Source: an optimization exercise on an open RTL-to-GDS flow (aim: small area, a short achievable clock period and few clock cycles). Production flows keep margins and buffers that such runs may drop.
Function was checked by simulation only, so behaviour that the tests miss may differ from the original.
Power is estimated from default activity; no workload was simulated.

## mac_seq_tile
module mac_seq_tile (
    input  wire        clk,
    input  wire        rst,
    input  wire        start,
    input  wire        a_signed,
    input  wire        b_signed,
    input  wire [30:0] ag0_cfg,
    input  wire [30:0] ag1_cfg,
    output wire        busy,
    output reg         done,
    output wire [5:0]  i_addr,
    input  wire [31:0] i_rdata,
    output wire [7:0]  x_addr,
    output wire        x_we,
    output wire [15:0] x_wdata,
    input  wire [15:0] x_rdata,
    output wire [7:0]  y_addr,
    output wire        y_we,
    output wire [15:0] y_wdata,
    input  wire [15:0] y_rdata,
    output reg  [39:0] acc,
    output reg  [15:0] out,
    output reg  [3:0]  bx,
    output reg         ovf,
    output reg         fault,
    output reg  [1:0]  fault_code,
    output reg  [5:0]  pc
);
Size in the first run: ~540 flip-flops, ~260 I/O pins, ~41000 sq um of cells after synthesis.
clock: 20.0 ns
lec_check: 0
cap_margin: 20
core_margin: 2
core_utilization: 40
slew_margin: 20
standard.sh (not shown) runs the stock make flow with config.mk's settings and CLKGATE_MAP_FILE= SYNTH_SCRIPT=/design/flow/synth_recipe.tcl, a recipe that flattens the netlist after the stock synthesis.
==> flow/flow/run.sh <==
#!/bin/bash
# The standard layout (the standard flow's synthesis, floorplan, placement, CTS and routing),
# with repair_timing asked for 14 ns more setup slack than the clock period needs,
# so that the tools size the critical paths for speed. The design, its synthesis,
# clock and constraints are the standard flow's; each tool's output goes to its own log.
set -euo pipefail
bash standard.sh synth > synth.log 2>&1
bash standard.sh SETUP_SLACK_MARGIN=14 TNS_END_PERCENT=20 finish > layout.log 2>&1
The starting point completed with no timing, DRC or antenna violations.
Testbench counts at the start, summed over its fixed seeds: cycles 39,288.
Then changed:
==> flow/flow/run.sh (replaced) <==
#!/bin/bash
# The standard layout (the standard flow's synthesis, floorplan, placement, CTS and routing),
# with repair_timing asked for 13 ns more setup slack than the clock period needs,
# so that the tools size the critical paths for speed. The design, its synthesis,
# clock and constraints are the standard flow's; each tool's output goes to its own log.
set -euo pipefail
bash standard.sh synth > synth.log 2>&1
bash standard.sh SETUP_SLACK_MARGIN=13 finish > layout.log 2>&1
Total power went down by 11%.
Sequential share of layout area went up by 1.0 points.
Worst setup slack is worse by 760 ps.
Fmax went down by about 11%.
Non-clock buffer count went down by 144.
Synthesized cell count does not change.
Cell area went down by about 5%.
Final cell count went down by about 2.1%.
Wire length went down by about 4%.

v6:
mac_seq_tile again, from the RTL that the note above started with.
export LEC_CHECK = 0
export CAP_MARGIN = 20
export CORE_MARGIN = 2
export CORE_UTILIZATION = 40
export SLEW_MARGIN = 20
create_clock -name core_clock -period 20.0 [get_ports {clk}]
==> flow/flow/run.sh <==
#!/bin/bash
# The standard layout (the standard flow's synthesis, floorplan, placement, CTS and routing),
# with repair_timing asked for 14 ns more setup slack than the clock period needs,
# so that the tools size the critical paths for speed. The design, its synthesis,
# clock and constraints are the standard flow's; each tool's output goes to its own log.
set -euo pipefail
bash standard.sh synth > synth.log 2>&1
bash standard.sh SETUP_SLACK_MARGIN=14 finish > layout.log 2>&1
Testbench counts of v6, summed over its fixed seeds: cycles 39,288.
### v6 -> v7
-- flow/flow/run.sh --
<<< v6, line 8
bash standard.sh SETUP_SLACK_MARGIN=14 finish > layout.log 2>&1
>>> v7, line 8
bash standard.sh SETUP_SLACK_MARGIN=14 TNS_END_PERCENT=5 finish > layout.log 2>&1
### Flow results
- Areal power density over the cells: v7 < v6
- Looking at fraction of power consumed by the clock network, v7 sits 0.6 points above v6.
- v7 ended up with primary input to flip-flop as its critical path class; v6 ended up with flip-flop to flip-flop.
- Diff v7..v6 | share of cell area taken by muxes after synthesis | negligible
- Compared with v6, in v7 setup slack went up 7.7 ps, synthesized area held, die boundary height held.

Setup of v30:
Another version of the RTL of mac_seq_tile (not shown whole).
For scale: ~610 flip-flops, roughly 260 I/O pins.
==> flow/design.v (excerpt) <==
module mac_seq_tile (
    input  wire        clk,
    input  wire        rst,
    input  wire        start,
    input  wire        a_signed,
    input  wire        b_signed,
    input  wire [30:0] ag0_cfg,
    input  wire [30:0] ag1_cfg,
    output wire        busy,
    output reg         done,
    output wire [5:0]  i_addr,
    input  wire [31:0] i_rdata,
    output wire [7:0]  x_addr,
    output wire        x_we,
    output wire [15:0] x_wdata,
    input  wire [15:0] x_rdata,
    output wire [7:0]  y_addr,
    output wire        y_we,
    output wire [15:0] y_wdata,
    input  wire [15:0] y_rdata,
    output reg  [39:0] acc,
    output reg  [15:0] out,
    output reg  [3:0]  bx,
    output reg         ovf,
    output reg         fault,
    output reg  [1:0]  fault_code,
    output reg  [5:0]  pc
);
    localparam [1:0] F_NONE = 2'd0, F_ILLEGAL = 2'd1, F_NESTED = 2'd2;
    reg        busy_r;
    reg        run;           
    reg        first;         
    reg        fin;           
    reg        fin_halt;
    reg [5:0]  fpc;           
    reg [5:0]  ppc;           
    reg        pvalid;        
    reg        use_hold;      
    reg [18:0] hold;          
    reg        px_same, py_same;    
    reg        jc_v;          
    reg [5:0]  jc_a, jc_t;
    reg [15:0] k0, k1, xr, yr;
    reg [3:0]  det;
    reg        lp_active;
    reg [5:0]  lp_start;
    reg [5:0]  lp_end;
    reg [9:0]  lp_left;
  ...
clock: 20.0 ns
lec_check: 0
cap_margin: 20
core_margin: 2
core_utilization: 40
slew_margin: 20
==> flow/flow/run.sh <==
#!/bin/bash
# The standard layout (the standard flow's synthesis, floorplan, placement, CTS and routing),
# with these changes to how the layout is made:
#  - repair_timing is asked for 14 ns more setup slack than the clock period
#    needs, so that the tools size the critical paths for speed;
#  - the port buffers are buf_2 cells (the standard flow picks clkdlybuf4s50_1,
#    a delay cell). Every input and output port still gets its buffer;
#  - clock tree synthesis adds no dummy load cells at the clock tree's leaves
#    and builds the tree from clkbuf_4 cells.
# The design, its synthesis, clock and constraints are the standard flow's; each run's
# output goes to its own log.
set -euo pipefail
bash standard.sh synth > synth.log 2>&1
bash standard.sh SETUP_SLACK_MARGIN=14 TNS_END_PERCENT=20 \
    "BUFFER_PORTS_ARGS=-buffer_cell sky130_fd_sc_hd__buf_2" \
    "CTS_ARGS=-sink_clustering_enable -repair_clock_nets -dont_use_dummy_load -buf_list sky130_fd_sc_hd__clkbuf_4" \
    finish > layout.log 2>&1
v30 completed end to end with timing, DRC and antenna clean.
Testbench counts of v30, summed over its fixed seeds: cycles 36,613.
[inputs] v27 vs v30
# v30
export LEC_CHECK = 0
export CAP_MARGIN = 20
export CORE_MARGIN = 2
export CORE_UTILIZATION = 40
export SLEW_MARGIN = 20
create_clock -name core_clock -period 20.0 [get_ports {clk}]
# v27
export LEC_CHECK = 0
export CAP_MARGIN = 20
export CORE_MARGIN = 2
export CORE_UTILIZATION = 48
export SLEW_MARGIN = 20
create_clock -name core_clock -period 20.0 [get_ports {clk}]
## What came out
The die used by v27 is smaller than the one used by v30.
Compared with v30, v27 shows a transition time of the tightest slew-check pin that is 0.10 ns higher.
Count of filler cells inserted in the layout for v27: 2262 down relative to v30
Setup changes, v27 to v48
# v27
export LEC_CHECK = 0
export CAP_MARGIN = 20
export CORE_MARGIN = 2
export CORE_UTILIZATION = 48
export SLEW_MARGIN = 20
create_clock -name core_clock -period 20.0 [get_ports {clk}]
# v48
export LEC_CHECK = 0
export CAP_MARGIN = 20
export CORE_MARGIN = 2
export CORE_UTILIZATION = 40
export SLEW_MARGIN = 20
create_clock -name core_clock -period 20.0 [get_ports {clk}]
--- a/flow/flow/run.sh
+++ b/flow/flow/run.sh
@@ -7,5 +7,5 @@
 #    a delay cell). Every input and output port still gets its buffer;
 #  - clock tree synthesis adds no dummy load cells at the clock tree's leaves
-#    and builds the tree from clkbuf_4 cells.
+#    and builds the tree from clkbuf_8 cells.
 # The design, its synthesis, clock and constraints are the standard flow's; each run's
 # output goes to its own log.
@@ -14,4 +14,4 @@
 bash standard.sh SETUP_SLACK_MARGIN=14 TNS_END_PERCENT=20 \
     "BUFFER_PORTS_ARGS=-buffer_cell sky130_fd_sc_hd__buf_2" \
-    "CTS_ARGS=-sink_clustering_enable -repair_clock_nets -dont_use_dummy_load -buf_list sky130_fd_sc_hd__clkbuf_4" \
+    "CTS_ARGS=-sink_clustering_enable -repair_clock_nets -dont_use_dummy_load -buf_list sky130_fd_sc_hd__clkbuf_8" \
     finish > layout.log 2>&1
Results
Max total power across v48 and v27: v27. Changes observed in v48 relative to v27: final setup slack of the worst path climbed 0.13 ns, minimum hold slack picked up an extra 0.058 ns, final net count dropped 71. v48 vs v27, part of the power in the clock network went up by 1.6 points. Delta (v48 minus v27): post-route cell area increased by 290 sq um relative to the old numbers; met3 usage went down 1.1 points.
Modified inputs, v40 compared to v48
==> flow/flow/run.sh <==
#!/bin/bash
# The standard layout (the standard flow's synthesis, floorplan, placement, CTS and routing),
# with these changes to how the layout is made:
#  - repair_timing is asked for 14.3 ns more setup slack than the clock period
#    needs, so that the tools size the critical paths for speed;
#  - the port buffers are buf_2 cells (the standard flow picks clkdlybuf4s50_1,
#    a delay cell). Every input and output port still gets its buffer;
#  - clock tree synthesis adds no dummy load cells at the clock tree's leaves
#    and builds the tree from clkbuf_4 cells.
# The design, its synthesis, clock and constraints are the standard flow's; each run's
# output goes to its own log.
set -euo pipefail
bash standard.sh synth > synth.log 2>&1
bash standard.sh SETUP_SLACK_MARGIN=14.3 TNS_END_PERCENT=20 \
    "BUFFER_PORTS_ARGS=-buffer_cell sky130_fd_sc_hd__buf_2" \
    "CTS_ARGS=-sink_clustering_enable -repair_clock_nets -dont_use_dummy_load -buf_list sky130_fd_sc_hd__clkbuf_4" \
    finish > layout.log 2>&1
==> run notes <==
- v40 and v48 all finish clean.
- Between v40 and v48, non-filler instance count after layout is lower for v48, v40 comes in above that.
- On total routing resource utilization after global routing, v48 tracks v40 almost exactly.
- On worst stage delay on the critical path: between v40 and v48, it ends up higher for v40.

Another version of the RTL of mac_seq_tile (not shown whole).
Size in the first run: about 5000 cells after synthesis, about 610 flip-flops, about 260 I/O pins, roughly 44000 um^2 of cells after synthesis.
export LEC_CHECK = 0
export CAP_MARGIN = 20
export CORE_MARGIN = 2
export CORE_UTILIZATION = 40
export PLACE_DENSITY = 0.55
export SLEW_MARGIN = 20
create_clock -name core_clock -period 20.0 [get_ports {clk}]
==> flow/flow/run.sh <==
#!/bin/bash
# The standard layout (the standard flow's synthesis, floorplan, placement, CTS and routing),
# with two changes to how the layout is made:
#  - repair_timing is asked for 14 ns more setup slack than the clock period
#    needs, so that the tools size the critical paths for speed;
#  - the port buffers are buf_2 cells (the standard flow picks clkdlybuf4s50_1,
#    a delay cell). Every input and output port still gets its buffer.
# The design, its synthesis, clock and constraints are the standard flow's; each run's
# output goes to its own log.
set -euo pipefail
bash standard.sh synth > synth.log 2>&1
bash standard.sh SETUP_SLACK_MARGIN=14 TNS_END_PERCENT=20 \
    "BUFFER_PORTS_ARGS=-buffer_cell sky130_fd_sc_hd__buf_2" finish > layout.log 2>&1
The baseline produced a clean layout.
Testbench counts at the start, summed over its fixed seeds: cycles 37,440.
Then changed:
- PLACE_DENSITY: 0.55 -> unset
- SYNTH_HIERARCHICAL: unset -> 1
What happened: Power rises by well over a third. Die area rises by a few percent. Cell area climbs by a few percent. Core utilization fell by 0.92 points. Sequential share of layout area falls by 0.55 points. Sequential power grows by a few percent. Setup slack improves by 360 ps. Routed wire length barely changes.

-- re-timing with driven ports --
No port has a modelled driver above. Below, the same layouts with a new extraction and two added sets of constraints. Step 1 (the two cells are an assumption about what drives the block):
set clk [get_ports {clk}]
set_driving_cell -lib_cell sky130_fd_sc_hd__clkbuf_16 $clk
set_driving_cell -lib_cell sky130_fd_sc_hd__buf_2 [delete_from_list [all_inputs] $clk]
Step 2 times the ports against the registers' clock, not the clock port: input delays grow and output delays shrink by t, the midpoint of the rising clock arrivals with the driver on. Slacks: no drivers / after step 1 / after step 2; pairs: no drivers / after step 1.
run | t, ns | slack for setup (ns) | hold slack, ns
the first run of note 1 | 0.712 | 13.816 / 13.805 / 13.170 | 0.325 / 0.325 / 0.325
the second run of note 1 | 0.688 | 13.054 / 13.087 / 12.400 | 0.325 / 0.325 / 0.325
v6 | 0.692 | 13.748 / 13.748 / 13.192 | 0.300 / 0.300 / 0.300
v7 | 0.710 | 13.756 / 13.781 / 13.079 | 0.294 / 0.294 / 0.294
v30 | 1.001 | 13.841 / 13.779 / 12.880 | 0.306 / 0.306 / 0.306
v27 | 1.037 | 13.749 / 13.758 / 12.745 | 0.267 / 0.267 / 0.267
v48 | 0.744 | 13.880 / 13.880 / 13.142 | 0.324 / 0.324 / 0.324
v40 | 1.013 | 13.874 / 13.874 / 13.129 | 0.324 / 0.324 / 0.324
the first run of note 4 | 0.718 | 13.611 / 13.611 / 13.180 | 0.324 / 0.324 / 0.324
the second run of note 4 | 0.706 | 13.973 / 13.995 / 13.295 | 0.321 / 0.321 / 0.321
After both steps setup and hold are still met in every run listed. For v27, which loses most, drivers alone change the setup slack by +0.009 ns; drivers and shift together by -1.004 ns.
